This is an optimization exercise on Yosys and OpenROAD, whose aim is small area, a short achievable clock period and few clock cycles per item, not a production implementation.
RTL that was checked went through simulation tests only; none was proved equivalent to the original.

==> run a <==
## sr_gen
module sr_gen (
    input  wire        clk,
    input  wire        rst,
    input  wire        in_valid,
    output wire        in_ready,
    input  wire        in_load,
    input  wire [63:0] in_j,
    input  wire [63:0] in_s,
    input  wire [31:0] in_t,
    input  wire [47:0] in_x,
    output wire        out_valid,
    input  wire        out_ready,
    output wire [23:0] out_u
);
export LEC_CHECK = 0
export CAP_MARGIN = 50
export CORE_MARGIN = 2
export CORE_UTILIZATION = 50
export PLACE_DENSITY = 0.65
export SETUP_SLACK_MARGIN = 0.4
export SLEW_MARGIN = 80
export SYNTH_HIERARCHICAL = 1
create_clock -name core_clock -period 12.0 [get_ports {clk}]
standard.sh (not shown) runs the stock make flow with config.mk's settings and CLKGATE_MAP_FILE= SYNTH_SCRIPT=/design/flow/synth_recipe.tcl, a recipe that flattens the netlist after the stock synthesis.
==> flow/flow/run.sh <==
#!/bin/bash
# Layout: the standard flow (standard.sh) with the standard synthesis
# unchanged. After synthesis two things differ from the standard run:
#  - the port buffers are buf_2 cells instead of the delay cell that
#    buffer_ports picks by default (every port still gets its buffer);
#  - the delay cells (clkdlybuf4s*, dlygate*, dlymetal*) are added to the
#    platform's don't-use list, so the repair of slew, capacitance and long
#    wires uses plain buffers.
# Each tool's output goes to a log file of its own in this folder.
set -euo pipefail
bash standard.sh synth > synth.log 2>&1
FULL=$(make -s -C "$FLOW_HOME" DESIGN_CONFIG="$PWD/config.mk" WORK_HOME="$PWD/orfs" \
       print-DONT_USE_CELLS 2> print_dont_use.log | sed -n 's/^DONT_USE_CELLS: //p')
DU="$FULL"
for c in clkdlybuf4s15_1 clkdlybuf4s15_2 clkdlybuf4s18_1 clkdlybuf4s18_2 \
         clkdlybuf4s25_1 clkdlybuf4s25_2 clkdlybuf4s50_1 clkdlybuf4s50_2 \
         dlygate4sd1_1 dlygate4sd2_1 dlygate4sd3_1 \
         dlymetal6s2s_1 dlymetal6s4s_1 dlymetal6s6s_1; do
  DU="$DU sky130_fd_sc_hd__$c"
done
echo "DONT_USE_CELLS=$DU" > dont_use.txt
bash standard.sh "DONT_USE_CELLS=$DU" \
  "BUFFER_PORTS_ARGS=-buffer_cell sky130_fd_sc_hd__buf_2" finish > layout.log 2>&1
==> run b: changes against run a <==
--- a/flow/design.v
+++ b/flow/design.v
@@ -2380,11 +2380,11 @@
     wire tb_s1174, tb_c1174;
     sr_fa tb_fatb_s1174 (.a(tb_s1171), .b(tb_c1152), .c(tb_s1172), .s(tb_s1174), .co(tb_c1174));
     wire tb_s1175, tb_c1175;
     sr_fa tb_fatb_s1175 (.a(tb_c1153), .b(tb_s1173), .c(tb_c1154), .s(tb_s1175), .co(tb_c1175));
     wire tb_s1176, tb_c1176;
-    sr_fa tb_fatb_s1176 (.a(cs2[0]), .b(cs2[1]), .c(cs2[2]), .s(tb_s1176), .co(tb_c1176));
+    sr_fa tb_fatb_s1176 (.a(tb_s1174), .b(tb_c1155), .c(tb_s1175), .s(tb_s1176), .co(tb_c1176));
     wire tb_s1177, tb_c1177;
     sr_fa tb_fatb_s1177 (.a(a2[59]), .b(a2[57]), .c(na2[53]), .s(tb_s1177), .co(tb_c1177));
     wire tb_s1178, tb_c1178;
     sr_fa tb_fatb_s1178 (.a(a2[49]), .b(na2[47]), .c(na2[45]), .s(tb_s1178), .co(tb_c1178));
     wire tb_s1179, tb_c1179;
@@ -2422,11 +2422,11 @@
     wire tb_s1195, tb_c1195;
     sr_fa tb_fatb_s1195 (.a(tb_c1173), .b(tb_s1192), .c(tb_s1193), .s(tb_s1195), .co(tb_c1195));
     wire tb_s1196, tb_c1196;
     sr_fa tb_fatb_s1196 (.a(tb_c1174), .b(tb_s1194), .c(tb_s1195), .s(tb_s1196), .co(tb_c1196));
     wire tb_s1197, tb_c1197;
-    sr_fa tb_fatb_s1197 (.a(cs2[3]), .b(cs2[4]), .c(tb_c1176), .s(tb_s1197), .co(tb_c1197));
+    sr_fa tb_fatb_s1197 (.a(cs2[0]), .b(cs2[1]), .c(cs2[2]), .s(tb_s1197), .co(tb_c1197));
     wire tb_s1198, tb_c1198;
     sr_fa tb_fatb_s1198 (.a(a2[60]), .b(a2[58]), .c(na2[54]), .s(tb_s1198), .co(tb_c1198));
     wire tb_s1199, tb_c1199;
     sr_fa tb_fatb_s1199 (.a(a2[50]), .b(na2[48]), .c(na2[46]), .s(tb_s1199), .co(tb_c1199));
     wire tb_s1200, tb_c1200;
@@ -2464,11 +2464,11 @@
     wire tb_s1216, tb_c1216;
     sr_fa tb_fatb_s1216 (.a(tb_s1213), .b(tb_c1193), .c(tb_s1214), .s(tb_s1216), .co(tb_c1216));
     wire tb_s1217, tb_c1217;
     sr_fa tb_fatb_s1217 (.a(tb_c1194), .b(tb_s1215), .c(tb_c1195), .s(tb_s1217), .co(tb_c1217));
     wire tb_s1218, tb_c1218;
-    sr_fa tb_fatb_s1218 (.a(cs2[5]), .b(cs2[6]), .c(cs2[7]), .s(tb_s1218), .co(tb_c1218));
+    sr_fa tb_fatb_s1218 (.a(tb_s1216), .b(tb_c1196), .c(tb_s1217), .s(tb_s1218), .co(tb_c1218));
     wire tb_s1219, tb_c1219;
     sr_fa tb_fatb_s1219 (.a(a2[61]), .b(a2[59]), .c(na2[55]), .s(tb_s1219), .co(tb_c1219));
     wire tb_s1220, tb_c1220;
     sr_fa tb_fatb_s1220 (.a(a2[51]), .b(na2[49]), .c(na2[47]), .s(tb_s1220), .co(tb_c1220));
     wire tb_s1221, tb_c1221;
@@ -2508,11 +2508,11 @@
     wire tb_s1238, tb_c1238;
     sr_fa tb_fatb_s1238 (.a(tb_s1235), .b(tb_s1236), .c(tb_c1215), .s(tb_s1238), .co(tb_c1238));
     wire tb_s1239, tb_c1239;
     sr_fa tb_fatb_s1239 (.a(tb_c1216), .b(tb_s1237), .c(tb_s1238), .s(tb_s1239), .co(tb_c1239));
     wire tb_s1240, tb_c1240;
-    sr_fa tb_fatb_s1240 (.a(cs2[8]), .b(cs2[9]), .c(tb_c1218), .s(tb_s1240), .co(tb_c1240));
+    sr_fa tb_fatb_s1240 (.a(cs2[3]), .b(cs2[4]), .c(cs2[5]), .s(tb_s1240), .co(tb_c1240));
     wire tb_s1241, tb_c1241;
     sr_fa tb_fatb_s1241 (.a(a2[62]), .b(a2[60]), .c(na2[56]), .s(tb_s1241), .co(tb_c1241));
     wire tb_s1242, tb_c1242;
     sr_fa tb_fatb_s1242 (.a(a2[52]), .b(na2[50]), .c(na2[48]), .s(tb_s1242), .co(tb_c1242));
     wire tb_s1243, tb_c1243;
@@ -2552,11 +2552,11 @@
     wire tb_s1260, tb_c1260;
     sr_fa tb_fatb_s1260 (.a(tb_s1257), .b(tb_c1236), .c(tb_s1258), .s(tb_s1260), .co(tb_c1260));
     wire tb_s1261, tb_c1261;
     sr_fa tb_fatb_s1261 (.a(tb_c1237), .b(tb_s1259), .c(tb_s1260), .s(tb_s1261), .co(tb_c1261));
     wire tb_s1262, tb_c1262;
-    sr_fa tb_fatb_s1262 (.a(cs2[10]), .b(cs2[11]), .c(cs2[12]), .s(tb_s1262), .co(tb_c1262));
+    sr_fa tb_fatb_s1262 (.a(tb_c1238), .b(tb_s1261), .c(tb_c1239), .s(tb_s1262), .co(tb_c1262));
     wire tb_s1263;
     sr_x3 tb_xtb_s1263 (.a(a2[63]), .b(a2[61]), .c(na2[57]), .s(tb_s1263));
     wire tb_s1264;
     sr_x3 tb_xtb_s1264 (.a(a2[53]), .b(na2[51]), .c(na2[49]), .s(tb_s1264));
     wire tb_s1265;
@@ -2598,14 +2598,14 @@
     wire tb_s1283;
     sr_x3 tb_xtb_s1283 (.a(tb_s1280), .b(tb_s1281), .c(tb_c1259), .s(tb_s1283));
     wire tb_s1284;
     sr_x3 tb_xtb_s1284 (.a(tb_c1260), .b(tb_s1282), .c(tb_s1283), .s(tb_s1284));
     wire tb_s1285;
-    sr_x3 tb_xtb_s1285 (.a(cs2[13]), .b(cs2[14]), .c(tb_c1262), .s(tb_s1285));
-    reg  [115:0] cs2;
-    wire [115:0] cs2_d = {tb_c1156, tb_s1156, tb_c1136, tb_s1136, tb_c1117, tb_s1117, tb_c1098, tb_s1098, tb_c1079, tb_s1079, tb_c1061, tb_s1061, tb_s1043, tb_c1026, tb_s1026, tb_c1009, tb_s1009, tb_c993, tb_s993, tb_c977, tb_s977, tb_c961, tb_s961, tb_c946, tb_s946, tb_c931, tb_s931, tb_s916, tb_c902, tb_s902, tb_c888, tb_s888, tb_s874, tb_c861, tb_s861, tb_c848, tb_s848, tb_s835, tb_c823, tb_s823, tb_c811, tb_s811, tb_c799, tb_s799, tb_s787, tb_c776, tb_s776, tb_c765, tb_s765, tb_c755, tb_s755, tb_c745, tb_s745, tb_s735, tb_c726, tb_s726, tb_c717, tb_s717, tb_c709, tb_s709, tb_s701, tb_c694, tb_s694, tb_s687, tb_c681, tb_s681, tb_c675, tb_s675, tb_c669, tb_s669, tb_c664, tb_s664, tb_c659, tb_s659, tb_c654, tb_s654, tb_c650, tb_s650, tb_c646, tb_s646, tb_c642, tb_s642, tb_c639, tb_s639, tb_c636, tb_s636, tb_c634, tb_s634, tb_s632, tb_c631, tb_s631, tb_c630, tb_s630, tb_c629, tb_s629, a2[5], a2[4], a2[3], a2[2], a2[1], a2[0], tb_s1284, tb_c1261, tb_c1239, tb_s1261, tb_c1238, tb_s1239, tb_c1217, tb_s1217, tb_c1196, tb_s1216, tb_s1196, tb_c1175, tb_s1175, tb_c1155, tb_s1174};
-    wire [63:0] pb_1286 = {tb_s1285, tb_c1240, tb_s1240, tb_c1197, tb_s1197, cs2[115], cs2[113], cs2[111], cs2[109], cs2[107], cs2[105], cs2[104], cs2[102], cs2[100], cs2[98], cs2[96], cs2[94], cs2[92], cs2[90], cs2[89], cs2[87], cs2[85], cs2[84], cs2[82], cs2[80], cs2[79], cs2[77], cs2[75], cs2[73], cs2[72], cs2[70], cs2[68], cs2[66], cs2[64], cs2[63], cs2[61], cs2[59], cs2[57], cs2[56], cs2[54], cs2[53], cs2[51], cs2[49], cs2[47], cs2[45], cs2[43], cs2[41], cs2[39], cs2[37], cs2[35], cs2[33], cs2[31], cs2[29], cs2[28], cs2[26], cs2[24], cs2[22], 1'b1, cs2[20], cs2[19], cs2[18], cs2[17], cs2[16], cs2[15]} + {1'b0, tb_s1262, 1'b0, tb_s1218, 1'b0, tb_s1176, cs2[114], cs2[112], cs2[110], cs2[108], cs2[106], 1'b0, cs2[103], cs2[101], cs2[99], cs2[97], cs2[95], cs2[93], cs2[91], 1'b0, cs2[88], cs2[86], 1'b0, cs2[83], cs2[81], 1'b0, cs2[78], cs2[76], cs2[74], 1'b0, cs2[71], cs2[69], cs2[67], cs2[65], 1'b0, cs2[62], cs2[60], cs2[58], 1'b0, cs2[55], 1'b0, cs2[52], cs2[50], cs2[48], cs2[46], cs2[44], cs2[42], cs2[40], cs2[38], cs2[36], cs2[34], cs2[32], cs2[30], 1'b0, cs2[27], cs2[25], cs2[23], cs2[21], cs2[18], cs2[17], cs2[16], cs2[15], 1'b0, 1'b0};
+    sr_x3 tb_xtb_s1285 (.a(cs2[6]), .b(cs2[7]), .c(cs2[8]), .s(tb_s1285));
+    reg  [112:0] cs2;
+    wire [112:0] cs2_d = {tb_s1262, tb_s1218, tb_s1176, tb_c1156, tb_s1156, tb_c1136, tb_s1136, tb_c1117, tb_s1117, tb_c1098, tb_s1098, tb_c1079, tb_s1079, tb_c1061, tb_s1061, tb_s1043, tb_c1026, tb_s1026, tb_c1009, tb_s1009, tb_c993, tb_s993, tb_c977, tb_s977, tb_c961, tb_s961, tb_c946, tb_s946, tb_c931, tb_s931, tb_s916, tb_c902, tb_s902, tb_c888, tb_s888, tb_s874, tb_c861, tb_s861, tb_c848, tb_s848, tb_s835, tb_c823, tb_s823, tb_c811, tb_s811, tb_c799, tb_s799, tb_s787, tb_c776, tb_s776, tb_c765, tb_s765, tb_c755, tb_s755, tb_c745, tb_s745, tb_s735, tb_c726, tb_s726, tb_c717, tb_s717, tb_c709, tb_s709, tb_s701, tb_c694, tb_s694, tb_s687, tb_c681, tb_s681, tb_c675, tb_s675, tb_c669, tb_s669, tb_c664, tb_s664, tb_c659, tb_s659, tb_c654, tb_s654, tb_c650, tb_s650, tb_c646, tb_s646, tb_c642, tb_s642, tb_c639, tb_s639, tb_c636, tb_s636, tb_c634, tb_s634, tb_s632, tb_c631, tb_s631, tb_c630, tb_s630, tb_c629, tb_s629, a2[5], a2[4], a2[3], a2[2], a2[1], a2[0], tb_c1262, tb_s1284, tb_c1261, tb_c1218, tb_s1239, tb_c1217, tb_c1176, tb_s1196, tb_c1175};
+    wire [63:0] pb_1286 = {tb_s1285, tb_c1240, tb_s1240, tb_c1197, tb_s1197, cs2[109], cs2[107], cs2[105], cs2[103], cs2[101], cs2[99], cs2[98], cs2[96], cs2[94], cs2[92], cs2[90], cs2[88], cs2[86], cs2[84], cs2[83], cs2[81], cs2[79], cs2[78], cs2[76], cs2[74], cs2[73], cs2[71], cs2[69], cs2[67], cs2[66], cs2[64], cs2[62], cs2[60], cs2[58], cs2[57], cs2[55], cs2[53], cs2[51], cs2[50], cs2[48], cs2[47], cs2[45], cs2[43], cs2[41], cs2[39], cs2[37], cs2[35], cs2[33], cs2[31], cs2[29], cs2[27], cs2[25], cs2[23], cs2[22], cs2[20], cs2[18], cs2[16], 1'b1, cs2[14], cs2[13], cs2[12], cs2[11], cs2[10], cs2[9]} + {1'b0, cs2[112], 1'b0, cs2[111], 1'b0, cs2[110], cs2[108], cs2[106], cs2[104], cs2[102], cs2[100], 1'b0, cs2[97], cs2[95], cs2[93], cs2[91], cs2[89], cs2[87], cs2[85], 1'b0, cs2[82], cs2[80], 1'b0, cs2[77], cs2[75], 1'b0, cs2[72], cs2[70], cs2[68], 1'b0, cs2[65], cs2[63], cs2[61], cs2[59], 1'b0, cs2[56], cs2[54], cs2[52], 1'b0, cs2[49], 1'b0, cs2[46], cs2[44], cs2[42], cs2[40], cs2[38], cs2[36], cs2[34], cs2[32], cs2[30], cs2[28], cs2[26], cs2[24], 1'b0, cs2[21], cs2[19], cs2[17], cs2[15], cs2[12], cs2[11], cs2[10], cs2[9], 1'b0, 1'b0};
     wire [63:0] m2 = {pb_1286[63], pb_1286[62], pb_1286[61], pb_1286[60], pb_1286[59], pb_1286[58], pb_1286[57], pb_1286[56], pb_1286[55], pb_1286[54], pb_1286[53], pb_1286[52], pb_1286[51], pb_1286[50], pb_1286[49], pb_1286[48], pb_1286[47], pb_1286[46], pb_1286[45], pb_1286[44], pb_1286[43], pb_1286[42], pb_1286[41], pb_1286[40], pb_1286[39], pb_1286[38], pb_1286[37], pb_1286[36], pb_1286[35], pb_1286[34], pb_1286[33], pb_1286[32], pb_1286[31], pb_1286[30], pb_1286[29], pb_1286[28], pb_1286[27], pb_1286[26], pb_1286[25], pb_1286[24], pb_1286[23], pb_1286[22], pb_1286[21], pb_1286[20], pb_1286[19], pb_1286[18], pb_1286[17], pb_1286[16], pb_1286[15], pb_1286[14], pb_1286[13], pb_1286[12], pb_1286[11], pb_1286[10], pb_1286[9], pb_1286[8], pb_1286[7], pb_1286[6], pb_1286[5], pb_1286[4], pb_1286[3], pb_1286[2], pb_1286[1], pb_1286[0]};
     wire [63:0] r = m2 ^ (m2 >> 32);
     reg         ov;
     reg  [23:0] ou;
     reg  [23:0] fifo [0:D-2];
@@ -2697,11 +2697,11 @@
         na1 <= ~a1_d;
         cs1 <= cs1_d;
         a2  <= a2_d;
         na2 <= ~a2_d;
         cs2 <= cs2_d;
-        if (push)                       
+        if (fpush)
             fifo[wp] <= r[63:40];
         if (hfree)
             ou <= fempty ? r[63:40] : fifo[rp];
     end
 endmodule
Settings changed: CAP_MARGIN 50 to 30, SLEW_MARGIN 80 to 60.
==> flow_summary.toml <==
[run_status]
outcome = "no timing/DRC/antenna violations"

[layout]
post_route_cells_drive_above_1_share_pct = 15.6
layout.cell_area.non_filler_um2 = 64200
final-clk-cell-share_pct = 4.73
biggestRegsByFlops = "cs1: 127 flops, fifo: 120 flops, cs2: 113 flops"
final.fill_count = 9309

[yosys]
synth.yosys.seq_area_share_pct = 29.7

[setup_path]
path_max_fanout = 6
startpoint = "a2[7]"

[drt]
route.detailed.vias_per_inst = 6.09
routed_wl_um = 196000

[timing]
slew_headroom_pct = 58.9
timing_worst_slew_pin_value_ns = 0.614
finalHoldWorstSlack_ns = 0.421
layout_min_cycle_time_ns = 4.43
post-route-period-util_pct = 36.9

[clocking]
insertion_delay_ns = 0.70

[place]
placedInstanceArea_um2 = 61000
# the run above: run b

==> flow_summary.toml <==
[layout]
biggestRegsByFlops = "cs1: 127 flops, fifo: 120 flops, cs2: 116 flops"
layout.cell_area.non_filler_um2 = 68100
post_route_cells_drive_above_1_share_pct = 27.8
final.fill_count = 8740

[timing]
post-route-period-util_pct = 37.2
layout_min_cycle_time_ns = 4.47
slew_headroom_pct = 78.7
finalHoldWorstSlack_ns = 0.427
timing_worst_slew_pin_value_ns = 0.318

[drt]
route.detailed.vias_per_inst = 6.10
routed_wl_um = 201000

[yosys]
synth.yosys.seq_area_share_pct = 30.0

[run_status]
outcome = "no timing/DRC/antenna violations"

[place]
placedInstanceArea_um2 = 64300

[setup_path]
startpoint = "a2[10]"
path_max_fanout = 5

[clocking]
insertion_delay_ns = 0.71
# the run above: run a

Testbench counts of run b, summed over its fixed seeds: cycles 26,224, items 23,844.
For run a, only the layout was checked, not whether the RTL still works.

==> afterwards: timing with drivers on the ports <==
In the flow no input, the clock included, has a driving cell. The finished layouts below were timed again as built, in two steps. Step 1 (the two cells are an assumption about what drives the block):
set clk [get_ports {clk}]
set_driving_cell -lib_cell sky130_fd_sc_hd__clkbuf_16 $clk
set_driving_cell -lib_cell sky130_fd_sc_hd__buf_2 [delete_from_list [all_inputs] $clk]
Step 2 adds t to the input delays and takes it off the output delays; t is the mean of the earliest and latest rising clock arrival at the registers after step 1. Input paths then give back, and output paths get back, about the clock's delay inside the block. a / b / c = ideal / step 1 / step 2; a / b = the first two.
| run | shift t [ns] | slack for setup (ns) | latest minus earliest clock arrival (ns) | worst slew at a driven data input, ns | pins driven straight from the clock port |
|---|---|---|---|---|---|
| run a | 0.746 | 7.535 / 7.535 / 7.535 | 0.071 / 0.071 | 0.19 | 1 |
| run b | 0.744 | 7.568 / 7.568 / 7.019 | 0.064 / 0.064 | 0.11 | 1 |
After both steps setup and hold are still met in every run listed. For run b, which loses most, drivers alone change the setup slack by 0.000 ns; drivers and shift together by -0.549 ns.
